What follows belongs to an exercise in optimizing a design on an open flow for small area; a production flow would make more cautious choices.
In this exercise RTL edits were held to simulation tests only and were not proved equivalent to the original.
Power figures rest on the tool's default switching activity, not on a simulated workload.

<file path="design.v">
module tm_sintab (
    input  wire [8:0]  j,
    output wire [14:0] s
);
    reg [14:0] base;
    reg [7:0] slope;
    reg [3:0] res;
    always @* begin
        case (j[8:3])
            6'd0: base = 15'd0;
            6'd1: base = 15'd1608;
            6'd2: base = 15'd3212;
            6'd3: base = 15'd4808;
            6'd4: base = 15'd6393;
            6'd5: base = 15'd7962;
            6'd6: base = 15'd9512;
            6'd7: base = 15'd11039;
            6'd8: base = 15'd12539;
            6'd9: base = 15'd14010;
            6'd10: base = 15'd15446;
            6'd11: base = 15'd16846;
            6'd12: base = 15'd18204;
            6'd13: base = 15'd19519;
            6'd14: base = 15'd20787;
            6'd15: base = 15'd22005;
            6'd16: base = 15'd23170;
            6'd17: base = 15'd24279;
            6'd18: base = 15'd25329;
            6'd19: base = 15'd26319;
            6'd20: base = 15'd27245;
            6'd21: base = 15'd28105;
            6'd22: base = 15'd28898;
            6'd23: base = 15'd29621;
            6'd24: base = 15'd30273;
            6'd25: base = 15'd30852;
            6'd26: base = 15'd31356;
            6'd27: base = 15'd31785;
            6'd28: base = 15'd32137;
            6'd29: base = 15'd32412;
            6'd30: base = 15'd32609;
            6'd31: base = 15'd32728;
            6'd32: base = 15'd32767;
            default: base = 15'd0;
        endcase
    end
    always @* begin
        case (j[8:3])
            6'd0: slope = 8'd201;
            6'd1: slope = 8'd200;
            6'd2: slope = 8'd199;
            6'd3: slope = 8'd198;
            6'd4: slope = 8'd196;
            6'd5: slope = 8'd193;
            6'd6: slope = 8'd190;
            6'd7: slope = 8'd187;
            6'd8: slope = 8'd183;
            6'd9: slope = 8'd179;
            6'd10: slope = 8'd175;
            6'd11: slope = 8'd169;
            6'd12: slope = 8'd164;
            6'd13: slope = 8'd158;
            6'd14: slope = 8'd152;
            6'd15: slope = 8'd145;
            6'd16: slope = 8'd138;
            6'd17: slope = 8'd131;
            6'd18: slope = 8'd123;
            6'd19: slope = 8'd115;
            6'd20: slope = 8'd107;
            6'd21: slope = 8'd99;
            6'd22: slope = 8'd90;
            6'd23: slope = 8'd81;
            6'd24: slope = 8'd72;
            6'd25: slope = 8'd63;
            6'd26: slope = 8'd53;
            6'd27: slope = 8'd44;
            6'd28: slope = 8'd34;
            6'd29: slope = 8'd24;
            6'd30: slope = 8'd14;
            6'd31: slope = 8'd4;
            6'd32: slope = 8'd0;
            default: slope = 8'd0;
        endcase
    end
    always @* begin
        case (j)
            9'd0: res = 4'd0;
            9'd1: res = 4'd0;
            9'd2: res = 4'd0;
            9'd3: res = 4'd0;
            9'd4: res = 4'd0;
            9'd5: res = 4'd0;
            9'd6: res = 4'd0;
            9'd7: res = 4'd0;
            9'd8: res = 4'd0;
            9'd9: res = 4'd1;
            9'd10: res = 4'd1;
            9'd11: res = 4'd2;
            9'd12: res = 4'd2;
            9'd13: res = 4'd3;
            9'd14: res = 4'd3;
            9'd15: res = 4'd4;
            9'd16: res = 4'd0;
            9'd17: res = 4'd1;
            9'd18: res = 4'd2;
            9'd19: res = 4'd2;
            9'd20: res = 4'd3;
            9'd21: res = 4'd3;
            9'd22: res = 4'd4;
            9'd23: res = 4'd4;
            9'd24: res = 4'd0;
            9'd25: res = 4'd1;
            9'd26: res = 4'd1;
            9'd27: res = 4'd2;
            9'd28: res = 4'd2;
            9'd29: res = 4'd2;
            9'd30: res = 4'd2;
            9'd31: res = 4'd1;
            9'd32: res = 4'd0;
            9'd33: res = 4'd1;
            9'd34: res = 4'd1;
            9'd35: res = 4'd2;
            9'd36: res = 4'd2;
            9'd37: res = 4'd2;
            9'd38: res = 4'd2;
            9'd39: res = 4'd2;
            9'd40: res = 4'd0;
            9'd41: res = 4'd2;
            9'd42: res = 4'd3;
            9'd43: res = 4'd4;
            9'd44: res = 4'd5;
            9'd45: res = 4'd6;
            9'd46: res = 4'd6;
            9'd47: res = 4'd6;
            9'd48: res = 4'd0;
            9'd49: res = 4'd2;
            9'd50: res = 4'd4;
            9'd51: res = 4'd5;
            9'd52: res = 4'd6;
            9'd53: res = 4'd7;
            9'd54: res = 4'd7;
            9'd55: res = 4'd7;
            9'd56: res = 4'd0;
            9'd57: res = 4'd2;
            9'd58: res = 4'd4;
            9'd59: res = 4'd5;
            9'd60: res = 4'd6;
            9'd61: res = 4'd6;
            9'd62: res = 4'd6;
            9'd63: res = 4'd5;
            9'd64: res = 4'd0;
            9'd65: res = 4'd3;
            9'd66: res = 4'd5;
            9'd67: res = 4'd6;
            9'd68: res = 4'd8;
            9'd69: res = 4'd8;
            9'd70: res = 4'd8;
            9'd71: res = 4'd8;
            9'd72: res = 4'd0;
            9'd73: res = 4'd2;
            9'd74: res = 4'd4;
            9'd75: res = 4'd6;
            9'd76: res = 4'd6;
            9'd77: res = 4'd7;
            9'd78: res = 4'd6;
            9'd79: res = 4'd6;
            9'd80: res = 4'd0;
            9'd81: res = 4'd2;
            9'd82: res = 4'd4;
            9'd83: res = 4'd5;
            9'd84: res = 4'd5;
            9'd85: res = 4'd4;
            9'd86: res = 4'd3;
            9'd87: res = 4'd2;
            9'd88: res = 4'd0;
            9'd89: res = 4'd3;
            9'd90: res = 4'd5;
            9'd91: res = 4'd7;
            9'd92: res = 4'd8;
            9'd93: res = 4'd9;
            9'd94: res = 4'd9;
            9'd95: res = 4'd8;
            9'd96: res = 4'd0;
            9'd97: res = 4'd3;
            9'd98: res = 4'd5;
            9'd99: res = 4'd7;
            9'd100: res = 4'd8;
            9'd101: res = 4'd8;
            9'd102: res = 4'd7;
            9'd103: res = 4'd5;
            9'd104: res = 4'd0;
            9'd105: res = 4'd3;
            9'd106: res = 4'd6;
            9'd107: res = 4'd7;
            9'd108: res = 4'd8;
            9'd109: res = 4'd8;
            9'd110: res = 4'd8;
            9'd111: res = 4'd6;
            9'd112: res = 4'd0;
            9'd113: res = 4'd3;
            9'd114: res = 4'd5;
            9'd115: res = 4'd7;
            9'd116: res = 4'd8;
            9'd117: res = 4'd7;
            9'd118: res = 4'd6;
            9'd119: res = 4'd5;
            9'd120: res = 4'd0;
            9'd121: res = 4'd4;
            9'd122: res = 4'd6;
            9'd123: res = 4'd8;
            9'd124: res = 4'd9;
            9'd125: res = 4'd9;
            9'd126: res = 4'd9;
            9'd127: res = 4'd7;
            9'd128: res = 4'd0;
            9'd129: res = 4'd3;
            9'd130: res = 4'd6;
            9'd131: res = 4'd8;
            9'd132: res = 4'd9;
            9'd133: res = 4'd10;
            9'd134: res = 4'd9;
            9'd135: res = 4'd7;
            9'd136: res = 4'd0;
            9'd137: res = 4'd3;
            9'd138: res = 4'd6;
            9'd139: res = 4'd8;
            9'd140: res = 4'd8;
            9'd141: res = 4'd8;
            9'd142: res = 4'd7;
            9'd143: res = 4'd5;
            9'd144: res = 4'd0;
            9'd145: res = 4'd4;
            9'd146: res = 4'd7;
            9'd147: res = 4'd10;
            9'd148: res = 4'd11;
            9'd149: res = 4'd11;
            9'd150: res = 4'd10;
            9'd151: res = 4'd8;
            9'd152: res = 4'd0;
            9'd153: res = 4'd4;
            9'd154: res = 4'd7;
            9'd155: res = 4'd10;
            9'd156: res = 4'd11;
            9'd157: res = 4'd11;
            9'd158: res = 4'd10;
            9'd159: res = 4'd9;
            9'd160: res = 4'd0;
            9'd161: res = 4'd4;
            9'd162: res = 4'd7;
            9'd163: res = 4'd9;
            9'd164: res = 4'd10;
            9'd165: res = 4'd10;
            9'd166: res = 4'd9;
            9'd167: res = 4'd7;
            9'd168: res = 4'd0;
            9'd169: res = 4'd4;
            9'd170: res = 4'd7;
            9'd171: res = 4'd9;
            9'd172: res = 4'd9;
            9'd173: res = 4'd9;
            9'd174: res = 4'd7;
            9'd175: res = 4'd5;
            9'd176: res = 4'd0;
            9'd177: res = 4'd4;
            9'd178: res = 4'd7;
            9'd179: res = 4'd9;
            9'd180: res = 4'd10;
            9'd181: res = 4'd10;
            9'd182: res = 4'd9;
            9'd183: res = 4'd6;
            9'd184: res = 4'd0;
            9'd185: res = 4'd4;
            9'd186: res = 4'd8;
            9'd187: res = 4'd10;
            9'd188: res = 4'd11;
            9'd189: res = 4'd11;
            9'd190: res = 4'd10;
            9'd191: res = 4'd7;
            9'd192: res = 4'd0;
            9'd193: res = 4'd4;
            9'd194: res = 4'd7;
            9'd195: res = 4'd9;
            9'd196: res = 4'd10;
            9'd197: res = 4'd10;
            9'd198: res = 4'd9;
            9'd199: res = 4'd6;
            9'd200: res = 4'd0;
            9'd201: res = 4'd4;
            9'd202: res = 4'd7;
            9'd203: res = 4'd9;
            9'd204: res = 4'd9;
            9'd205: res = 4'd9;
            9'd206: res = 4'd7;
            9'd207: res = 4'd4;
            9'd208: res = 4'd0;
            9'd209: res = 4'd5;
            9'd210: res = 4'd8;
            9'd211: res = 4'd11;
            9'd212: res = 4'd12;
            9'd213: res = 4'd12;
            9'd214: res = 4'd11;
            9'd215: res = 4'd9;
            9'd216: res = 4'd0;
            9'd217: res = 4'd4;
            9'd218: res = 4'd7;
            9'd219: res = 4'd9;
            9'd220: res = 4'd10;
            9'd221: res = 4'd9;
            9'd222: res = 4'd8;
            9'd223: res = 4'd5;
            9'd224: res = 4'd0;
            9'd225: res = 4'd5;
            9'd226: res = 4'd8;
            9'd227: res = 4'd11;
            9'd228: res = 4'd12;
            9'd229: res = 4'd11;
            9'd230: res = 4'd10;
            9'd231: res = 4'd7;
            9'd232: res = 4'd0;
            9'd233: res = 4'd5;
            9'd234: res = 4'd9;
            9'd235: res = 4'd11;
            9'd236: res = 4'd13;
            9'd237: res = 4'd13;
            9'd238: res = 4'd11;
            9'd239: res = 4'd9;
            9'd240: res = 4'd0;
            9'd241: res = 4'd5;
            9'd242: res = 4'd9;
            9'd243: res = 4'd12;
            9'd244: res = 4'd13;
            9'd245: res = 4'd13;
            9'd246: res = 4'd12;
            9'd247: res = 4'd10;
            9'd248: res = 4'd0;
            9'd249: res = 4'd5;
            9'd250: res = 4'd9;
            9'd251: res = 4'd12;
            9'd252: res = 4'd13;
            9'd253: res = 4'd13;
            9'd254: res = 4'd13;
            9'd255: res = 4'd10;
            9'd256: res = 4'd0;
            default: res = 4'd0;
        endcase
    end
    wire [14:0] y1 = {11'd0, res};
    wire [14:0] z1 = {7'd0, j[0] ? slope : 8'd0};
    wire [14:0] s1 = base ^ y1 ^ z1;
    wire [14:0] c1 = ((base & (y1 | z1)) | (y1 & z1)) << 1;
    wire [14:0] y2 = c1;
    wire [14:0] z2 = {6'd0, j[1] ? slope : 8'd0, 1'd0};
    wire [14:0] s2 = s1 ^ y2 ^ z2;
    wire [14:0] c2 = ((s1 & (y2 | z2)) | (y2 & z2)) << 1;
    wire [14:0] y3 = c2;
    wire [14:0] z3 = {5'd0, j[2] ? slope : 8'd0, 2'd0};
    wire [14:0] s3 = s2 ^ y3 ^ z3;
    wire [14:0] c3 = ((s2 & (y3 | z3)) | (y3 & z3)) << 1;
    tm_rca #(.W(15)) u_add (.a(s3), .b(c3), .ci(1'b0), .s(s), .co());
endmodule
module tm_sincos (
    input  wire [9:0]  n,
    output wire [14:0] mag,
    output wire        neg
);
    wire [8:0] m_neg;
    tm_rca #(.W(9)) u_neg (.a({1'b0, ~n[7:0]}), .b(9'h000), .ci(1'b1), .s(m_neg), .co());
    wire [8:0] j = n[8] ? m_neg : {1'b0, n[7:0]};
    tm_sintab u_tab (.j(j), .s(mag));
    assign neg = n[9];
endmodule
module tm_mon (
    input  wire        clk,
    input  wire        rst_n,             
    input  wire        smp_vld,           
    input  wire [11:0] code_u,            
    input  wire [11:0] code_v,
    input  wire [11:0] code_w,
    input  wire [15:0] theta,             
    input  wire [15:0] t_cmd,             
    input  wire [15:0] t_ce,              
    input  wire        active,            
    input  wire [47:0] iha_ofs,           
    input  wire [47:0] iha_gain,          
    input  wire [15:0] psi_pm,            
    input  wire [15:0] ld,                
    input  wire [15:0] lq,                
    input  wire [15:0] lq_k,              
    input  wire [3:0]  pole_pairs,
    input  wire [15:0] w_pct,             
    input  wire [15:0] w_abs,             
    input  wire [15:0] cnt_lim,           
    output reg         res_vld,
    output wire [15:0] t_tm,              
    output wire [15:0] i_d,               
    output wire [15:0] i_q,               
    output reg         exc_over,          
    output reg         dis_over,          
    output reg  [15:0] err_cnt,
    output reg         trip               
);
    reg [35:0] s_code;                     
    reg [9:0]  s_th;
    reg [15:0] s_tcmd, s_tce;
    reg        s_active;
    always @(posedge clk) begin
        if (smp_vld) begin
            s_th     <= theta[15:6];
            s_tcmd   <= t_cmd;
            s_tce    <= t_ce;
            s_active <= active;
        end
    end
    localparam [5:0] LAST = 6'd61;
    reg [5:0] cnt;                         
    wire [5:0] cnt_inc;
    tm_rca #(.W(6)) u_inc (.a(cnt), .b(6'd0), .ci(1'b1), .s(cnt_inc), .co());
    always @(posedge clk) begin
        if (!rst_n)
            cnt <= 6'd0;
        else if (smp_vld)
            cnt <= 6'd1;
        else if (cnt != 6'd0)
            cnt <= (cnt == LAST) ? 6'd0 : cnt_inc;
    end
    reg signed [24:0] acc;
    wire       [15:0] S = s_code[15:0];    
    reg        [15:0] R0, Rd, Rq;          
    reg               blw;                 
    reg               wsel;                
    reg               g_cy, g_c5;          
    reg        [1:0]  g_xp;                
    reg        [2:0]  g_d3;                
    assign t_tm = R0;
    assign i_d  = Rd;
    assign i_q  = Rq;
    localparam [4:0] M_G0 = 5'd0, M_G1 = 5'd1, M_G2 = 5'd2, M_CA2 = 5'd3, M_CA = 5'd4,
                     M_CB = 5'd5, M_TAB = 5'd6, M_LQK = 5'd7, M_LQ = 5'd8, M_LD = 5'd9,
                     M_ID4 = 5'd10, M_PSI = 5'd11, M_3P = 5'd12, M_IQ = 5'd13,
                     M_R0 = 5'd14, M_TCE = 5'd15, M_CMD = 5'd16,
                     M_WP = 5'd18, M_ERR = 5'd19, M_LIM = 5'd20, M_ONE = 5'd21,
                     M_WA = 5'd22;
    localparam [3:0] C_GEN = 4'd0, C_R0L = 4'd1, C_R0H = 4'd2, C_RDL = 4'd3, C_RDH = 4'd4,
                     C_RQL = 4'd5, C_RQH = 4'd6, C_SL = 4'd7, C_SH = 4'd8, C_ONE = 4'd9,
                     C_FF = 4'd10, C_ZERO = 4'd11, C_F0 = 4'd12, C_F1 = 4'd13, C_F2 = 4'd14;
    localparam [1:0] B_0 = 2'd0, B_LW = 2'd1, B_WIRE = 2'd2;
    reg [4:0] msel;
    wire [4:0] msel_w = wsel ? M_WP : M_WA;
    reg [3:0] csel;
    reg [1:0] bsel;
    reg       clr, shift, kill;
    reg       neg_c;                       
    reg       use_tab, tab_cos, neg_iq;    
    reg [1:0] gk, gj;                      
    reg       gen;
    always @* begin
        msel = M_ONE; csel = C_ZERO; bsel = B_0;
        clr = 1'b0; shift = 1'b0; kill = 1'b0;
        neg_c = 1'b0; use_tab = 1'b0; tab_cos = 1'b0; neg_iq = 1'b0;
        gk = 2'd0; gj = 2'd0; gen = 1'b0;
        case (cnt)
            6'd1, 6'd2, 6'd3, 6'd4, 6'd5, 6'd6, 6'd7, 6'd8, 6'd9: begin
                gen = 1'b1;
                gk = (cnt <= 6'd3) ? 2'd0 : (cnt <= 6'd6) ? 2'd1 : 2'd2;
                gj = (cnt == 6'd1 || cnt == 6'd4 || cnt == 6'd7) ? 2'd0 :
                     (cnt == 6'd2 || cnt == 6'd5 || cnt == 6'd8) ? 2'd1 : 2'd2;
                msel = (gk == 2'd0) ? M_G0 : (gk == 2'd1) ? M_G1 : M_G2;
                csel = C_GEN;
                bsel = (gj == 2'd0) ? B_0 : B_LW;
                clr  = (gj == 2'd0);
                shift = (gj != 2'd2);
            end
            6'd10: begin msel = M_CA2; csel = C_R0L; clr = 1'b1; end
            6'd11: begin msel = M_CA;  csel = C_RDL; neg_c = 1'b1; end
            6'd12: begin msel = M_CA;  csel = C_RQL; neg_c = 1'b1; shift = 1'b1; end
            6'd13: begin msel = M_CA2; csel = C_R0H; bsel = B_WIRE; end
            6'd14: begin msel = M_CA;  csel = C_RDH; bsel = B_WIRE; neg_c = 1'b1; end
            6'd15: begin msel = M_CA;  csel = C_RQH; bsel = B_WIRE; neg_c = 1'b1; shift = 1'b1; end
            6'd16: begin msel = M_CB; csel = C_RDL; clr = 1'b1; end
            6'd17: begin msel = M_CB; csel = C_RQL; neg_c = 1'b1; shift = 1'b1; end
            6'd18: begin msel = M_CB; csel = C_RDH; bsel = B_WIRE; end
            6'd19: begin msel = M_CB; csel = C_RQH; bsel = B_WIRE; neg_c = 1'b1; shift = 1'b1; end
            6'd20: begin msel = M_TAB; use_tab = 1'b1; neg_c = 1'b1; csel = C_R0L; clr = 1'b1; end
            6'd21: begin msel = M_TAB; use_tab = 1'b1; tab_cos = 1'b1; csel = C_RDL; shift = 1'b1; end
            6'd22: begin msel = M_TAB; use_tab = 1'b1; neg_c = 1'b1; csel = C_R0H; bsel = B_WIRE; end
            6'd23: begin msel = M_TAB; use_tab = 1'b1; tab_cos = 1'b1; csel = C_RDH; bsel = B_WIRE; shift = 1'b1; end
            6'd24: begin msel = M_TAB; use_tab = 1'b1; tab_cos = 1'b1; csel = C_R0L; clr = 1'b1; end
            6'd25: begin msel = M_TAB; use_tab = 1'b1; csel = C_RDL; shift = 1'b1; end
            6'd26: begin msel = M_TAB; use_tab = 1'b1; tab_cos = 1'b1; csel = C_R0H; bsel = B_WIRE; end
            6'd27: begin msel = M_TAB; use_tab = 1'b1; csel = C_RDH; bsel = B_WIRE; shift = 1'b1; end
            6'd28: begin msel = M_LQK; neg_iq = 1'b1; csel = C_RQL; clr = 1'b1; shift = 1'b1; end
            6'd29: begin msel = M_LQK; neg_iq = 1'b1; csel = C_RQH; bsel = B_WIRE; shift = 1'b1; end
            6'd30: begin msel = M_LQ; csel = C_SL; clr = 1'b1; shift = 1'b1; end
            6'd31: begin msel = M_LQ; csel = C_SL; bsel = B_LW; shift = 1'b1; end
            6'd32: begin msel = M_LQ; csel = C_R0L; bsel = B_LW; shift = 1'b1; end
            6'd33: begin msel = M_LQ; csel = C_FF; bsel = B_LW; end
            6'd34: begin msel = M_LD; csel = C_ONE; clr = (R0[15:8] != 8'd0); shift = 1'b1; end
            6'd35: begin msel = M_ID4; csel = C_F0; clr = 1'b1; shift = 1'b1; end
            6'd36: begin msel = M_ID4; csel = C_F1; bsel = B_LW; shift = 1'b1; end
            6'd37: begin msel = M_ID4; csel = C_F2; bsel = B_LW; end
            6'd38: begin msel = M_PSI; csel = C_ONE; shift = 1'b1; end
            6'd39: begin msel = M_3P; csel = C_SH; clr = 1'b1; shift = 1'b1; end
            6'd40: begin msel = M_3P; csel = C_R0L; bsel = B_LW; shift = 1'b1; end
            6'd41: begin msel = M_3P; csel = C_R0H; bsel = B_LW; end
            6'd42: begin msel = M_IQ; csel = C_SL; clr = 1'b1; shift = 1'b1; end
            6'd43: begin msel = M_IQ; csel = C_SL; bsel = B_LW; shift = 1'b1; end
            6'd44: begin msel = M_IQ; csel = C_R0L; bsel = B_LW; shift = 1'b1; end
            6'd45: begin msel = M_IQ; csel = C_R0H; bsel = B_LW; end
            6'd46: begin msel = M_WA; csel = C_ONE; clr = 1'b1; end           
            6'd47: begin msel = M_WP; csel = C_ONE; neg_c = 1'b1; end         
            6'd48: begin msel = M_R0; csel = C_ONE; clr = 1'b1; end           
            6'd49: begin msel = msel_w; csel = C_ONE;                        
                         neg_c = s_tcmd[15]; kill = s_tcmd[15]; end
            6'd50: begin msel = M_R0; csel = C_ONE; clr = 1'b1; end           
            6'd51: begin msel = M_CMD; csel = C_ONE; neg_c = 1'b1; end        
            6'd52: begin msel = msel_w; csel = C_ONE;                        
                         neg_c = ~s_tcmd[15]; kill = ~s_tcmd[15]; end
            6'd53, 6'd56: begin msel = M_R0; csel = C_ONE; clr = 1'b1; end   
            6'd54, 6'd57: begin msel = M_TCE; csel = C_ONE; neg_c = 1'b1; end  
            6'd55: begin msel = msel_w; csel = C_ONE; neg_c = 1'b1; kill = 1'b1; end
            6'd58: begin msel = msel_w; csel = C_ONE; end
            6'd59: begin msel = M_ONE; csel = s_active ? C_ONE : C_ZERO; clr = 1'b1;
                         neg_c = ~(exc_over | dis_over); end
            6'd60: begin msel = M_ERR; csel = s_active ? C_ONE : C_ZERO; end
            6'd61: begin msel = M_LIM; csel = C_ONE; neg_c = 1'b1; end
            default: ;
        endcase
    end
    wire [14:0] tab;
    wire        tab_neg;
    tm_sincos u_sc (.n(s_th + (tab_cos ? 10'd256 : 10'd0)), .mag(tab), .neg(tab_neg));
    wire neg = neg_c ^ (use_tab & tab_neg) ^ (neg_iq & Rq[15]);
    wire [11:0] g_code = (gk == 2'd0) ? s_code[11:0] : (gk == 2'd1) ? s_code[23:12] : s_code[35:24];
    wire [15:0] g_ofs  = (gk == 2'd0) ? iha_ofs[15:0] : (gk == 2'd1) ? iha_ofs[31:16] : iha_ofs[47:32];
    wire [23:0] g_cx   = {{13{~g_code[11]}}, g_code[10:0]};
    wire [23:0] g_of   = {{8{g_ofs[15]}}, g_ofs};
    wire [7:0]  g_cxc  = (gj == 2'd0) ? g_cx[7:0] : (gj == 2'd1) ? g_cx[15:8] : g_cx[23:16];
    wire [7:0]  g_ofc  = (gj == 2'd0) ? g_of[7:0] : (gj == 2'd1) ? g_of[15:8] : g_of[23:16];
    wire        g_first = (gj == 2'd0);
    wire [8:0]  g_xs, g_5s;
    wire [7:0]  g_x    = g_xs[7:0];
    wire [7:0]  g_x4   = {g_x[5:0], g_first ? 2'b00 : g_xp};
    tm_rca #(.W(8)) u_gx (.a(g_cxc), .b(~g_ofc), .ci(g_first | g_cy), .s(g_xs[7:0]), .co(g_xs[8]));
    tm_rca #(.W(8)) u_g5 (.a(g_x), .b(g_x4), .ci(~g_first & g_c5), .s(g_5s[7:0]), .co(g_5s[8]));
    always @(posedge clk) begin
        if (gen) begin
            g_cy <= g_xs[8];
            g_c5 <= g_5s[8];
            g_xp <= g_x[7:6];
            g_d3 <= g_5s[7:5];
        end
    end
    wire [5:0] p3;                         
    tm_rca #(.W(6)) u_p3 (.a({1'b0, pole_pairs, 1'b0}), .b({2'b00, pole_pairs}), .ci(1'b0), .s(p3), .co());
    reg signed [16:0] M;
    always @* begin
        case (msel)
            M_G0:  M = {1'b0, iha_gain[15:0]};
            M_G1:  M = {1'b0, iha_gain[31:16]};
            M_G2:  M = {1'b0, iha_gain[47:32]};
            M_CA2: M = 17'sd43690;
            M_CA:  M = 17'sd21845;
            M_CB:  M = 17'sd37837;
            M_TAB: M = {1'b0, tab, 1'b0};
            M_LQK: M = {1'b0, lq_k};
            M_LQ:  M = {1'b0, lq};
            M_LD:  M = {1'b0, ld};
            M_ID4: M = {Rd[15], Rd};
            M_PSI: M = {1'b0, psi_pm};
            M_3P:  M = {11'd0, p3};
            M_IQ:  M = {Rq[15], Rq};
            M_R0:  M = {R0[15], R0};
            M_TCE: M = {s_tce[15], s_tce};
            M_CMD: M = {s_tcmd[15], s_tcmd};
            M_WP:  M = {1'b0, w_pct};
            M_WA:  M = {1'b0, w_abs};
            M_ERR: M = {1'b0, err_cnt};
            M_LIM: M = {1'b0, cnt_lim};
            default: M = 17'sd1;
        endcase
    end
    reg [7:0] ch;
    reg       ch_wire;                     
    always @* begin
        ch_wire = 1'b0;
        case (csel)
            C_GEN:  ch = {g_5s[4:0], g_first ? 3'b000 : g_d3};
            C_R0L:  ch = R0[7:0];
            C_R0H:  begin ch = R0[15:8]; ch_wire = R0[7]; end
            C_RDL:  ch = Rd[7:0];
            C_RDH:  begin ch = Rd[15:8]; ch_wire = Rd[7]; end
            C_RQL:  ch = Rq[7:0];
            C_RQH:  begin ch = Rq[15:8]; ch_wire = Rq[7]; end
            C_SL:   ch = S[7:0];
            C_SH:   ch = S[15:8];
            C_ONE:  ch = 8'h01;
            C_FF:   ch = 8'hFF;
            C_F0:   ch = {S[11:8], 4'b0000};       
            C_F1:   ch = {R0[3:0], S[7:4]};        
            C_F2:   ch = R0[11:4];                 
            default: ch = 8'h00;
        endcase
    end
    wire bl = (bsel == B_LW) ? blw : (bsel == B_WIRE) ? ch_wire : 1'b0;
    wire [8:0]  bb = {ch, bl};
    wire [17:0] rw [0:3];
    wire [3:0]  rs;
    genvar gi;
    generate
        for (gi = 0; gi < 4; gi = gi + 1) begin : g_row
            wire one = bb[2*gi+1] ^ bb[2*gi];
            wire two = (bb[2*gi+2] & ~bb[2*gi+1] & ~bb[2*gi]) | (~bb[2*gi+2] & bb[2*gi+1] & bb[2*gi]);
            wire sg  = bb[2*gi+2] ^ neg;   
            wire [17:0] mx = {M[16], M} ^ {18{sg}};
            wire [17:0] pp = ({18{one}} & mx) | ({18{two}} & {mx[16:0], sg});
            assign rs[gi] = sg & (one | two);
            assign rw[gi] = pp ^ 18'h20000;
        end
    endgenerate
    wire [25:0] sum;
    tm_macsum u_sum (.a((clr ? 25'd0 : acc) ^ 25'h1000000), .r0(rw[0]), .r1(rw[1]), .r2(rw[2]),
                     .r3(rw[3]), .rs({rs[3:1], rs[0] & ~kill}), .sum(sum));
    wire [15:0] sat_acc = (acc[24:15] == {10{acc[24]}}) ? acc[15:0]
                                                         : (acc[24] ? 16'h8000 : 16'h7FFF);
    wire [15:0] sat_tq  = (acc[24:8] == {17{acc[24]}}) ? {acc[8:0], S[15:9]}
                                                         : (acc[24] ? 16'h8000 : 16'h7FFF);
    wire busy = (cnt != 6'd0);
    wire sgn  = sum[25];
    always @(posedge clk) begin
        acc <= shift ? {{7{sum[25]}}, sum[25:8]} : sum[24:0];
        if (smp_vld)
            s_code <= {code_w, code_v, code_u};
        else if (shift && !gen)
            s_code[15:0] <= {sum[7:0], S[15:8]};
        blw <= ch[7];
        if (cnt == 6'd4 || cnt == 6'd16 || cnt == 6'd30 || cnt == 6'd35 ||
            cnt == 6'd39 || cnt == 6'd42)
            R0 <= sat_acc;
        if (cnt == 6'd46)
            R0 <= sat_tq;
        if (cnt == 6'd7 || cnt == 6'd20 || cnt == 6'd28)
            Rd <= sat_acc;
        if (cnt == 6'd10 || cnt == 6'd24)
            Rq <= sat_acc;
        if (cnt == 6'd47)
            wsel <= sgn;
        if (cnt == 6'd49)
            exc_over <= s_tcmd[15] ? ~sgn : sgn;
        if (cnt == 6'd52)
            exc_over <= exc_over | (s_tcmd[15] ? sgn : ~sgn);
        if (cnt == 6'd55)
            dis_over <= ~sgn;
        if (cnt == 6'd58)
            dis_over <= dis_over | sgn;
    end
    always @(posedge clk) begin
        if (!rst_n) begin
            res_vld <= 1'b0;
            err_cnt <= 16'd0;
            trip    <= 1'b0;
        end else begin
            res_vld <= (cnt == LAST);
            if (cnt == LAST) begin
                if (!s_active)
                    err_cnt <= 16'd0;
                else if (!(acc[16] | acc[24]))
                    err_cnt <= acc[15:0];
                if (s_active && !sgn)
                    trip <= 1'b1;
            end
        end
    end
endmodule
module tm_rca #(parameter W = 8) (
    input  wire [W-1:0] a,
    input  wire [W-1:0] b,
    input  wire         ci,
    output wire [W-1:0] s,
    output wire         co
);
    wire [W:0] c;
    assign c[0] = ci;
    genvar i;
    generate
        for (i = 0; i < W; i = i + 1) begin : g_bit
            assign s[i]   = a[i] ^ b[i] ^ c[i];
            assign c[i+1] = (a[i] & (b[i] | c[i])) | (b[i] & c[i]);
        end
    endgenerate
    assign co = c[W];
endmodule
module tm_macsum (
    input  wire [24:0] a,
    input  wire [17:0] r0,
    input  wire [17:0] r1,
    input  wire [17:0] r2,
    input  wire [17:0] r3,
    input  wire [3:0]  rs,
    output wire [25:0] sum
);
    wire t1 = a[4] ^ r0[4];
    wire t2 = a[4] & r0[4];
    wire t3 = a[5] ^ r0[5];
    wire t4 = a[5] & r0[5];
    wire t5 = a[6] ^ r0[6] ^ r1[4];
    wire t6 = (a[6] & (r0[6] | r1[4])) | (r0[6] & r1[4]);
    wire t7 = r2[2] ^ r3[0];
    wire t8 = r2[2] & r3[0];
    wire t9 = a[7] ^ r0[7] ^ r1[5];
    wire t10 = (a[7] & (r0[7] | r1[5])) | (r0[7] & r1[5]);
    wire t11 = r2[3] ^ r3[1];
    wire t12 = r2[3] & r3[1];
    wire t13 = a[8] ^ r0[8] ^ r1[6];
    wire t14 = (a[8] & (r0[8] | r1[6])) | (r0[8] & r1[6]);
    wire t15 = r2[4] ^ r3[2];
    wire t16 = r2[4] & r3[2];
    wire t17 = a[9] ^ r0[9] ^ r1[7];
    wire t18 = (a[9] & (r0[9] | r1[7])) | (r0[9] & r1[7]);
    wire t19 = r2[5] ^ r3[3];
    wire t20 = r2[5] & r3[3];
    wire t21 = a[10] ^ r0[10] ^ r1[8];
    wire t22 = (a[10] & (r0[10] | r1[8])) | (r0[10] & r1[8]);
    wire t23 = r2[6] ^ r3[4];
    wire t24 = r2[6] & r3[4];
    wire t25 = a[11] ^ r0[11] ^ r1[9];
    wire t26 = (a[11] & (r0[11] | r1[9])) | (r0[11] & r1[9]);
    wire t27 = r2[7] ^ r3[5];
    wire t28 = r2[7] & r3[5];
    wire t29 = a[12] ^ r0[12] ^ r1[10];
    wire t30 = (a[12] & (r0[12] | r1[10])) | (r0[12] & r1[10]);
    wire t31 = r2[8] ^ r3[6];
    wire t32 = r2[8] & r3[6];
    wire t33 = a[13] ^ r0[13] ^ r1[11];
    wire t34 = (a[13] & (r0[13] | r1[11])) | (r0[13] & r1[11]);
    wire t35 = r2[9] ^ r3[7];
    wire t36 = r2[9] & r3[7];
    wire t37 = a[14] ^ r0[14] ^ r1[12];
    wire t38 = (a[14] & (r0[14] | r1[12])) | (r0[14] & r1[12]);
    wire t39 = r2[10] ^ r3[8];
    wire t40 = r2[10] & r3[8];
    wire t41 = a[15] ^ r0[15] ^ r1[13];
    wire t42 = (a[15] & (r0[15] | r1[13])) | (r0[15] & r1[13]);
    wire t43 = r2[11] ^ r3[9];
    wire t44 = r2[11] & r3[9];
    wire t45 = a[16] ^ r0[16] ^ r1[14];
    wire t46 = (a[16] & (r0[16] | r1[14])) | (r0[16] & r1[14]);
    wire t47 = r2[12] ^ r3[10];
    wire t48 = r2[12] & r3[10];
    wire t49 = a[17] ^ r0[17] ^ r1[15];
    wire t50 = (a[17] & (r0[17] | r1[15])) | (r0[17] & r1[15]);
    wire t51 = r2[13] ^ r3[11] ^ 1'b1;
    wire t52 = (r2[13] & (r3[11] | 1'b1)) | (r3[11] & 1'b1);
    wire t53 = a[18] ^ r1[16] ^ r2[14];
    wire t54 = (a[18] & (r1[16] | r2[14])) | (r1[16] & r2[14]);
    wire t55 = r3[12] ^ 1'b1;
    wire t56 = r3[12] & 1'b1;
    wire t57 = a[19] ^ r1[17] ^ r2[15];
    wire t58 = (a[19] & (r1[17] | r2[15])) | (r1[17] & r2[15]);
    wire t59 = a[20] ^ r2[16];
    wire t60 = a[20] & r2[16];
    wire t61 = a[2] ^ r0[2];
    wire t62 = a[2] & r0[2];
    wire t63 = a[3] ^ r0[3];
    wire t64 = a[3] & r0[3];
    wire t65 = r1[2] ^ r2[0] ^ rs[2];
    wire t66 = (r1[2] & (r2[0] | rs[2])) | (r2[0] & rs[2]);
    wire t67 = r1[3] ^ r2[1] ^ t3;
    wire t68 = (r1[3] & (r2[1] | t3)) | (r2[1] & t3);
    wire t69 = rs[3] ^ t5 ^ t7;
    wire t70 = (rs[3] & (t5 | t7)) | (t5 & t7);
    wire t71 = t9 ^ t11 ^ t6;
    wire t72 = (t9 & (t11 | t6)) | (t11 & t6);
    wire t73 = t13 ^ t15 ^ t10;
    wire t74 = (t13 & (t15 | t10)) | (t15 & t10);
    wire t75 = t17 ^ t19 ^ t14;
    wire t76 = (t17 & (t19 | t14)) | (t19 & t14);
    wire t77 = t21 ^ t23 ^ t18;
    wire t78 = (t21 & (t23 | t18)) | (t23 & t18);
    wire t79 = t25 ^ t27 ^ t22;
    wire t80 = (t25 & (t27 | t22)) | (t27 & t22);
    wire t81 = t29 ^ t31 ^ t26;
    wire t82 = (t29 & (t31 | t26)) | (t31 & t26);
    wire t83 = t33 ^ t35 ^ t30;
    wire t84 = (t33 & (t35 | t30)) | (t35 & t30);
    wire t85 = t37 ^ t39 ^ t34;
    wire t86 = (t37 & (t39 | t34)) | (t39 & t34);
    wire t87 = t41 ^ t43 ^ t38;
    wire t88 = (t41 & (t43 | t38)) | (t43 & t38);
    wire t89 = t45 ^ t47 ^ t42;
    wire t90 = (t45 & (t47 | t42)) | (t47 & t42);
    wire t91 = t49 ^ t51 ^ t46;
    wire t92 = (t49 & (t51 | t46)) | (t51 & t46);
    wire t93 = t53 ^ t55 ^ t50;
    wire t94 = (t53 & (t55 | t50)) | (t55 & t50);
    wire t95 = r3[13] ^ t57 ^ t54;
    wire t96 = (r3[13] & (t57 | t54)) | (t57 & t54);
    wire t97 = r3[14] ^ 1'b1 ^ t59;
    wire t98 = (r3[14] & (1'b1 | t59)) | (1'b1 & t59);
    wire t99 = a[21] ^ r2[17] ^ r3[15];
    wire t100 = (a[21] & (r2[17] | r3[15])) | (r2[17] & r3[15]);
    wire t101 = a[22] ^ r3[16];
    wire t102 = a[22] & r3[16];
    wire t103 = a[0] ^ r0[0];
    wire t104 = a[0] & r0[0];
    wire t105 = a[1] ^ r0[1];
    wire t106 = a[1] & r0[1];
    wire t107 = r1[0] ^ rs[1] ^ t61;
    wire t108 = (r1[0] & (rs[1] | t61)) | (rs[1] & t61);
    wire t109 = r1[1] ^ t63 ^ t62;
    wire t110 = (r1[1] & (t63 | t62)) | (t63 & t62);
    wire t111 = t1 ^ t65 ^ t64;
    wire t112 = (t1 & (t65 | t64)) | (t65 & t64);
    wire t113 = t2 ^ t67 ^ t66;
    wire t114 = (t2 & (t67 | t66)) | (t67 & t66);
    wire t115 = t4 ^ t69 ^ t68;
    wire t116 = (t4 & (t69 | t68)) | (t69 & t68);
    wire t117 = t8 ^ t71 ^ t70;
    wire t118 = (t8 & (t71 | t70)) | (t71 & t70);
    wire t119 = t12 ^ t73 ^ t72;
    wire t120 = (t12 & (t73 | t72)) | (t73 & t72);
    wire t121 = t16 ^ t75 ^ t74;
    wire t122 = (t16 & (t75 | t74)) | (t75 & t74);
    wire t123 = t20 ^ t77 ^ t76;
    wire t124 = (t20 & (t77 | t76)) | (t77 & t76);
    wire t125 = t24 ^ t79 ^ t78;
    wire t126 = (t24 & (t79 | t78)) | (t79 & t78);
    wire t127 = t28 ^ t81 ^ t80;
    wire t128 = (t28 & (t81 | t80)) | (t81 & t80);
    wire t129 = t32 ^ t83 ^ t82;
    wire t130 = (t32 & (t83 | t82)) | (t83 & t82);
    wire t131 = t36 ^ t85 ^ t84;
    wire t132 = (t36 & (t85 | t84)) | (t85 & t84);
    wire t133 = t40 ^ t87 ^ t86;
    wire t134 = (t40 & (t87 | t86)) | (t87 & t86);
    wire t135 = t44 ^ t89 ^ t88;
    wire t136 = (t44 & (t89 | t88)) | (t89 & t88);
    wire t137 = t48 ^ t91 ^ t90;
    wire t138 = (t48 & (t91 | t90)) | (t91 & t90);
    wire t139 = t52 ^ t93 ^ t92;
    wire t140 = (t52 & (t93 | t92)) | (t93 & t92);
    wire t141 = t56 ^ t95 ^ t94;
    wire t142 = (t56 & (t95 | t94)) | (t95 & t94);
    wire t143 = t58 ^ t97 ^ t96;
    wire t144 = (t58 & (t97 | t96)) | (t97 & t96);
    wire t145 = t60 ^ t99 ^ t98;
    wire t146 = (t60 & (t99 | t98)) | (t99 & t98);
    wire t147 = 1'b1 ^ t101 ^ t100;
    wire t148 = (1'b1 & (t101 | t100)) | (t101 & t100);
    wire t149 = a[23] ^ r3[17] ^ t102;
    wire t150 = (a[23] & (r3[17] | t102)) | (r3[17] & t102);
    wire t151 = rs[0] ^ t103;
    wire t152 = rs[0] & t103;
    wire t153 = t105 ^ t104 ^ t152;
    wire t154 = (t105 & (t104 | t152)) | (t104 & t152);
    wire t155 = t107 ^ t106 ^ t154;
    wire t156 = (t107 & (t106 | t154)) | (t106 & t154);
    wire t157 = t109 ^ t108 ^ t156;
    wire t158 = (t109 & (t108 | t156)) | (t108 & t156);
    wire t159 = t111 ^ t110 ^ t158;
    wire t160 = (t111 & (t110 | t158)) | (t110 & t158);
    wire t161 = t113 ^ t112 ^ t160;
    wire t162 = (t113 & (t112 | t160)) | (t112 & t160);
    wire t163 = t115 ^ t114 ^ t162;
    wire t164 = (t115 & (t114 | t162)) | (t114 & t162);
    wire t165 = t117 ^ t116 ^ t164;
    wire t166 = (t117 & (t116 | t164)) | (t116 & t164);
    wire t167 = t119 ^ t118 ^ t166;
    wire t168 = (t119 & (t118 | t166)) | (t118 & t166);
    wire t169 = t121 ^ t120 ^ t168;
    wire t170 = (t121 & (t120 | t168)) | (t120 & t168);
    wire t171 = t123 ^ t122 ^ t170;
    wire t172 = (t123 & (t122 | t170)) | (t122 & t170);
    wire t173 = t125 ^ t124 ^ t172;
    wire t174 = (t125 & (t124 | t172)) | (t124 & t172);
    wire t175 = t127 ^ t126 ^ t174;
    wire t176 = (t127 & (t126 | t174)) | (t126 & t174);
    wire t177 = t129 ^ t128 ^ t176;
    wire t178 = (t129 & (t128 | t176)) | (t128 & t176);
    wire t179 = t131 ^ t130 ^ t178;
    wire t180 = (t131 & (t130 | t178)) | (t130 & t178);
    wire t181 = t133 ^ t132 ^ t180;
    wire t182 = (t133 & (t132 | t180)) | (t132 & t180);
    wire t183 = t135 ^ t134 ^ t182;
    wire t184 = (t135 & (t134 | t182)) | (t134 & t182);
    wire t185 = t137 ^ t136 ^ t184;
    wire t186 = (t137 & (t136 | t184)) | (t136 & t184);
    wire t187 = t139 ^ t138 ^ t186;
    wire t188 = (t139 & (t138 | t186)) | (t138 & t186);
    wire t189 = t141 ^ t140 ^ t188;
    wire t190 = (t141 & (t140 | t188)) | (t140 & t188);
    wire t191 = t143 ^ t142 ^ t190;
    wire t192 = (t143 & (t142 | t190)) | (t142 & t190);
    wire t193 = t145 ^ t144 ^ t192;
    wire t194 = (t145 & (t144 | t192)) | (t144 & t192);
    wire t195 = t147 ^ t146 ^ t194;
    wire t196 = (t147 & (t146 | t194)) | (t146 & t194);
    wire t197 = t149 ^ t148 ^ t196;
    wire t198 = (t149 & (t148 | t196)) | (t148 & t196);
    wire t199 = a[24] ^ t150 ^ t198;
    wire t200 = (a[24] & (t150 | t198)) | (t150 & t198);
    wire t201 = 1'b1 ^ t200;
    wire t202 = 1'b1 & t200;
    assign sum = {t201, t199, t197, t195, t193, t191, t189, t187, t185, t183, t181, t179, t177, t175, t173, t171, t169, t167, t165, t163, t161, t159, t157, t155, t153, t151};
endmodule
</file>
<file path="flow/run.sh">
#!/bin/bash
set -euo pipefail
export BUFFER_PORTS_ARGS="-buffer_cell sky130_fd_sc_hd__buf_1"
export RECOVER_POWER=100
export CTS_ARGS="-sink_clustering_enable -repair_clock_nets -buf_list sky130_fd_sc_hd__clkbuf_16 -dont_use_dummy_load"
bash standard.sh > standard_flow.log 2>&1
</file>
<file path="standard.sh">
#!/bin/bash
# synth_recipe.tcl (not shown) runs the flow's synth.tcl, then flattens the netlist and writes it again
# the make line also repeats each setting of config.mk as NAME=value (left out here)
make -C /OpenROAD-flow-scripts/flow DESIGN_CONFIG=/design/flow/config.mk WORK_HOME=/design/flow/orfs CLKGATE_MAP_FILE= SYNTH_SCRIPT=/design/flow/synth_recipe.tcl "${@:-finish}"
</file>
<file path="config.mk">
export PLATFORM = sky130hd
export DESIGN_NAME = tm_mon
export DESIGN_NICKNAME = tm_mon
export VERILOG_FILES = /design/flow/design.v
export SDC_FILE = /design/flow/constraint.sdc
export NUM_CORES = 4
export LEC_CHECK = 0
export CAP_MARGIN = 20
export CORE_MARGIN = 2
export CORE_UTILIZATION = 40
export SLEW_MARGIN = 20
export SYNTH_MEMORY_MAX_BITS = 32768
</file>
<file path="constraint.sdc">
create_clock -name core_clock -period 25.0 [get_ports {clk}]
set_input_delay 5.0000 -clock core_clock [delete_from_list [all_inputs] [get_ports {clk}]]
set_output_delay 5.0000 -clock core_clock [all_outputs]
set_load 0.01 [all_outputs]
</file>
==> summary.md, run 1 <==
| Metric | Value |
|---|---|
| Hold_buf cts | 0 |
| CP most frequent cell | fa_1 |
| Skew-Pair Late Insertion Delay | just over 0.5 ns |
| Setup Fix Bufs, Post-CTS | 0 |
| # IOs | 368 |
| Vias in the first global route | a little over 20000 |
| Clock-pin slew on the worst setup and hold paths | 0.08 ns |
| Filler cells | 5008 |
| First-pass GRT wire length | 140000 microns |
| DRT Pass-1 Iters | 6 |
| Final min period | 21.83 ns |
| Slew Limit Fails | approximately 190 |
| Antenna violations before repair | 2 |
| Sequential cell area | approximately 5100 sq um |
| Share of the synthesized area in the top cell type | 0.202 |
| F_max | 45.8 MHz |
| Routed Antenna Nets | 0 |
| Worst VDD drop | 87.4 uV |
| Asr flop ratio synth | 0 |
| Worst flop-to-flop path startpoint | cnt[2]$_SDFFE_PP0P_ |
| Status | complete, but fails checks |
| CP delay by family, top | adder cells |
| Crit Path Max Fanout | 51 |
| Post-Layout Cell Count | ~3300 |
| Clk root buf | clkbuf_16 |
| Max Root-Sink Buffers | 2 |
| Hold_sp | trip$_SDFFE_PN0P_ |
| Count leader, synth | nand2_1 |
| Finished Cell Area | 22700 sq um |
| Utilization after layout | 0.451 |
| Slew margin rel. | -0.905 |
| Die W | 230 microns |
| Synth unique cells | 107 |
| Die ar. | 52700 sq um |
| Gpl congestion | about 1.1 |
| Most area-hungry cell type in the Yosys netlist | edfxtp_1 |
| Syn Inst Count | 2340 |
| Setup_tns | 0 ns |
| Die height | ~230 microns |
| Vias/cell | ~6.6 |
| Power density over the cells | ~94 nW/um^2 |
| DRT iter0 DRCs | 3694 |
| CP Data Required Time | 25.38 ns |
| Top cells by area, synth | edfxtp_1 20%, fa_1 12%, nand2_1 5.0% |
| Clock skew | 0.0241 ns |
| Total GRT Usage | 0.362 |
| CTS tree | done |
| CP Class | reg -> reg |
| Post-Place Cell Area | 22300 sq um |
| Via count | 21700 |
| Hpwl dp | 75400 microns |
| Resize count post-CTS | 0 |
| Hold Violations, Final | 0 |
| PnR worst setup slack | 3.17 ns |
| WHS | approximately 0.50 ns |
| Critical path's slowest cell | clkbuf_1 |
| Mean Syn Cell Area | just under 9 sq um |
| Crit. End Element | flip-flop |
| Top_reg_cell synth | edfxtp_1 |
| Placed cells | approximately 3300 |
| Area delta synth->final | 11.2% |
| Multi-input gate area in the final layout | 13900 sq um |
| Number of synthesized flops with an enable pin | about 140 |
| Routed WL per cell | 29.7 microns |
| Share of cells above drive strength 1 | 0.0649 |
| Violated checks | max-capacitance violations, max-slew violations |
| Synthesized area | 20400 sq um |
| #FFs+latches synth | ~190 |
| Final wirelength | 97400 microns |
| Initial core utilization | 0.406 |
| Critical Path Start Type | flip-flop |
| Worst EP arrival | 22.20 ns |
| Max-cap viol count | 6 |
| Largest net degree at the start of global routing | 53 |
| Synthesized Nets | about 2800 |
| Final worst-path cycle share | 0.873 |
| H-tree levels | 4 |
| Seq/Total Area, Yosys | 0.251 |
| Hold Crit Class | reg -> reg |
| RSZ-0062 raised after global routing | no |
| Cell Rows | 82 |
| Final net count | 3099 |
| Worst path bufs/invs | 7 |
| Clock sinks | 187 |
| Slowest stage delay, CP | ~1.5 ns |
| Count of buffers from port buffering | 361 |
| GR Overflow Total | 0 |
| DRC Markers | 0 |
| Crit path from | cnt[2]$_SDFFE_PP0P_ |
| Total core area | 50200 sq um |
| Yosys Warn Count | 2 |
| Slew @ Worst Pin | 2.86 ns |
| Static Leak | 8.18 nW |
| Final setup viols | 0 |
| Worst slack, placed | ~3.9 ns |
| CTS Buf Count | 17 |
| Top cells by count, synth | 271 x nand2_1, 160 x a21oi_1, 151 x nor2_1 |
| Power, Total | approximately 2.1 mW |
-- where the power goes --
part | switching (mW) | leakage, nW | internal (mW)
Clock | 0.128 | 0.210 | 0.118
Combinational | 0.825 | 6.26 | 0.564
Sequential | 0.0769 | 1.71 | 0.419
Total | 1.03 | 8.18 | 1.10
-- final timing paths --
path / cells after the start / to / slack, ns
hold reg to reg: 2 / trip$_SDFFE_PN0P_ / 0.50
hold / removal: 2 / trip$_SDFFE_PN0P_ / 0.50
setup / recovery: 48 / acc[24]$_DFF_P_ / 3.17
setup reg to reg: 48 / acc[24]$_DFF_P_ / 3.17
-- worst reg2reg max path, delay by kind of cell (launching register included) --
family	cells	cell delay (ns)
AO/OA/AOI/OAI	7	2.81
XOR/XNOR	2	0.40
adder cells (fa/ha/maj)	27	12.22
buffers and inverters	7	4.56
flip-flops	1	0.31
AND/OR/NAND/NOR	5	1.42
-- per-layer routing --
metal	part of all wire	global-route usage	up-vias
li1	-	-	9189
met1	0.38	0.475	10500
met2	0.42	0.528	1693
met3	0.13	0.0969	291
met4	0.069	0.221	0
met5	0	0	-
-- flip-flops by register name, summed over array words and instances, names as in the netlist, 2 cells and up --
signal   flops
R0          16
g_d3         3
Rq          16
s_th        10
s_tcmd      16
cnt          6
g_xp         2
acc         25
err_cnt     16
s_code      36
Rd          16
s_tce       16
-- cell families (layout without fill, tap and decap cells) --
group / count (synthesis) / in the layout / share of synthesized area
xor+xnor: 86 / 86 / 0.0453
simple gates: 739 / 739 / 0.181
compound gates: 733 / 733 / 0.251
flops: 187 / 187 / 0.251
fa+ha+maj: 194 / 194 / 0.164
other cells: 0 / 2 / 0
mux: 77 / 77 / 0.0398
buf+inv: 324 / 587 / 0.0676
-- layout by cell type (no fill, tap or decap), types with 73 or more instances in the layout --
cell,count
a21oi_1,159
nand3_1,73
fa_1,122
nand2_1,271
edfxtp_1,137
nor2_1,150
o21ai_0,96
buf_1,354
inv_1,139
-- area by class of cell --
class                   instances  area share
diodes                          2    0.000221
clock buffers                  17      0.0188
inverters                     145      0.0240
multi-input cells            1829       0.614
flip-flops and latches        187       0.226
well taps                     672      0.0371
repair buffers                425      0.0795
==> run 2, diff against run 1 <==
==> flow/run.sh (replaced) <==
#!/bin/bash
set -euo pipefail
export BUFFER_PORTS_ARGS="-buffer_cell sky130_fd_sc_hd__buf_1"
export CTS_ARGS="-sink_clustering_enable -repair_clock_nets -buf_list sky130_fd_sc_hd__clkbuf_16 -dont_use_dummy_load"
bash standard.sh > standard_flow.log 2>&1
==> summary.md, run 2 <==
| Metric | Value |
|---|---|
| Status | no timing/DRC/antenna violations |
| Final net count | 3099 |
| Number of synthesized flops with an enable pin | 137 |
| Max-cap viol count | 0 |
| Slew margin rel. | 0.229 |
| Cell Rows | 82 |
| Gpl congestion | 1.06 |
| Crit. End Element | flip-flop |
| Initial core utilization | 0.406 |
| Wire length on met3 | 12200 microns |
| Slew Limit Fails | 0 |
| # IOs | 368 |
| Resize count post-CTS | 0 |
| Die ar. | between 50000 and 60000 sq um |
| Power density over the cells | roughly 94 nW/um^2 |
| Skew-Pair Late Insertion Delay | 0.50 ns |
| Total core area | 50200 sq um |
| First-pass GRT wire length | 140000 microns |
| Static Leak | 8.24 nW |
| CP Data Required Time | 25.37 ns |
| Vias in the first global route | just over 20000 |
| Asr flop ratio synth | 0 |
| Count leader, synth | nand2_1 |
| Top_reg_cell synth | edfxtp_1 |
| Final min period | 20.57 ns |
| Most common cell after layout, fill and taps aside | buf_1 |
| Via count | 21700 |
| Synthesized Nets | 2834 |
| Highest Signal Layer | met4 |
| CTS tree | done |
| Routed WL per cell | 29.8 microns |
| Syn Inst Count | 2340 |
| Yosys Warn Count | 2 |
| Hold Violations, Final | 0 |
| DRT iter0 DRCs | 3377 |
| Max FFs per register | 36 |
| Commonest cells after routing, fill and taps aside | 360 x buf_1, 271 x nand2_1, 158 x a21oi_1 |
| DRT Pass-1 Iters | 6 |
| Top cells by area, synth | edfxtp_1 20%, fa_1 12%, nand2_1 5.0% |
| Vias/cell | 6.61 |
| DRC Markers | 0 |
| Biggest register | s_code |
| Clock sinks | 187 |
| GR Overflow Total | 0 |
| Most area-hungry cell type in the Yosys netlist | edfxtp_1 |
| Hold Crit Class | reg -> reg |
| Routed Antenna Nets | 0 |
| Die W | about 230 microns |
| Count of buffers from port buffering | 361 |
| CP delay by family, top | adder cells |
| Total GRT Usage | 0.362 |
| Critical path's slowest cell | xnor2_4 |
| Power, Total | 2.13 mW |
| F_max | 48.6 MHz |
| Share of the synthesized area in the top cell type | 0.202 |
| Final worst-path cycle share | 0.823 |
| Worst EP arrival | 20.94 ns |
| Seq/Total Area, Yosys | 0.251 |
| Max Root-Sink Buffers | 2 |
| Synth unique cells | around 110 |
| Clk root buf | clkbuf_16 |
| Final wirelength | 97500 microns |
| Critical Path Start Type | input port |
| Mean Syn Cell Area | between 8 and 9 sq um |
| Hold_buf cts | 0 |
| Share of cells above drive strength 1 | 0.0738 |
| Setup_tns | 0 ns |
| Worst path bufs/invs | 5 |
| Setup Fix Bufs, Post-CTS | 0 |
| Antenna violations before repair | 2 |
| RSZ-0062 raised after global routing | no |
| CTS Buf Count | 17 |
| Final setup viols | 0 |
| Top Registers | s_code x36, acc x25 |
| Crit Path Max Fanout | 19 |
| Utilization after layout | 0.453 |
| CP Class | in -> reg |
| Synthesized area | 20400 sq um |
| Met1 WL | 37600 microns |
| Clock-pin slew on the worst setup and hold paths | ~0.080 ns |
| CP most frequent cell | fa_1 |
| Slowest stage delay, CP | 0.77 ns |
| Top cells by count, synth | 271 x nand2_1, 160 x a21oi_1, 151 x nor2_1 |
| Clock skew | 0.0244 ns |
| Area delta synth->final | 11.7% |
| H-tree levels | 4 |
| #FFs+latches synth | between 150 and 200 |
| Die height | 230 microns |
| Slew @ Worst Pin | 1.16 ns |
| Met2 routed WL | approximately 41000 microns |
| Hpwl dp | roughly 75000 microns |
| Largest net degree at the start of global routing | 53 |
| Worst VDD drop | 88.4 uV |
==> run 2: cell types whose count changed in the layout (fill, tap and decap cells not counted), sizes merged <==
cell | before | now
clkbuf | 33 | 18
buf | 409 | 424
==> run 2: worst min-delay path, cell delays in order, from the launching register on <==
cell     delay, ns
dfxtp_1       0.33
a31oi_1       0.04
nor2b_1       0.09
==> run 2: power breakdown <==
part / switching, mW / internal, mW
Sequential: 0.0762 / 0.418
Clock: 0.128 / 0.118
Combinational: 0.826 / 0.566
==> run 2: area by class of cell <==
type,count,area [sq um]
Fill cell,4994,27400
Multi-Input combinational cell,1829,14000
Sequential cell,187,5110
Timing Repair Buffer,425,1840
Tap cell,672,841
Inverter,145,544
Clock buffer,17,425
Antenna cell,2,5.00
==> run 2: cells by family (layout without fill, tap and decap cells) <==
family | count (synthesis) | after routing | share of synthesized area
and+or+nand+nor | 739 | 739 | 0.181
AOI/OAI and AO/OA | 733 | 733 | 0.251
xor gates and xnor gates | 86 | 86 | 0.0453
other | 0 | 2 | 0
adders and majority gates | 194 | 194 | 0.164
buffers and inverters | 324 | 587 | 0.0676
muxes | 77 | 77 | 0.0398
DFF | 187 | 187 | 0.251
==> run 2: per-stage QoR <==
step           area [sq um]  worst slack, ns  cells  hold WS, ns
3_5_place_dp          22300             3.85   3258        0.485
2_1_floorplan         20400             5.39   2340        0.473
6_report              22700             4.43   3277        0.499
3_3_place_gp          22300             4.00   3258        0.475
5_1_grt               22700             3.54   3276        0.538
4_1_cts               22700             4.33   3275        0.501
==> run 2: path summary, 6_finish.rpt <==
path / startpoint / to / slack (ns) / cells after the start
max: iha_ofs[47] / acc[24]$_DFF_P_ / 4.43 / 48
min: trip$_SDFFE_PN0P_ / trip$_SDFFE_PN0P_ / 0.50 / 2
max reg2reg: cnt[1]$_SDFFE_PP0P_ / acc[24]$_DFF_P_ / 4.66 / 60
min reg2reg: trip$_SDFFE_PN0P_ / trip$_SDFFE_PN0P_ / 0.50 / 2
==> run 2: routing by layer <==
| metal | global-route usage | vias to the layer above |
|---|---|---|
| met5 | 0 | - |
| met4 | 0.221 | 0 |
| met3 | 0.0969 | 274 |
| met2 | 0.528 | 1729 |
| met1 | 0.475 | 10500 |
| li1 | - | 9184 |

## port drivers added, routing unchanged
The flow's constraints put no driver on any port. The routed layouts listed below were extracted and timed again, unchanged, in two steps.
Step 1 (the two cells are an assumption about what drives the block):
set clk [get_ports {clk}]
set_driving_cell -lib_cell sky130_fd_sc_hd__clkbuf_16 $clk
set_driving_cell -lib_cell sky130_fd_sc_hd__buf_2 [delete_from_list [all_inputs] $clk]
Step 2 times the ports against the registers' clock, not the clock port: input delays grow and output delays shrink by t, the midpoint of the rising clock arrivals with the driver on.
a / b / c = no drivers / after step 1 / after step 2; a / b = the first two.
run | shift t [ns] | setup WS [ns] | worst slew at a driven data input, ns | pins driven straight from the clock port
run 1 | 0.551 | 3.173 / 3.173 / 3.173 | 0.09 | 1
run 2 | 0.546 | 4.435 / 4.469 / 3.924 | 0.09 | 1
For run 2, which loses most, drivers alone change the setup slack by +0.034 ns; drivers and shift together by -0.511 ns.
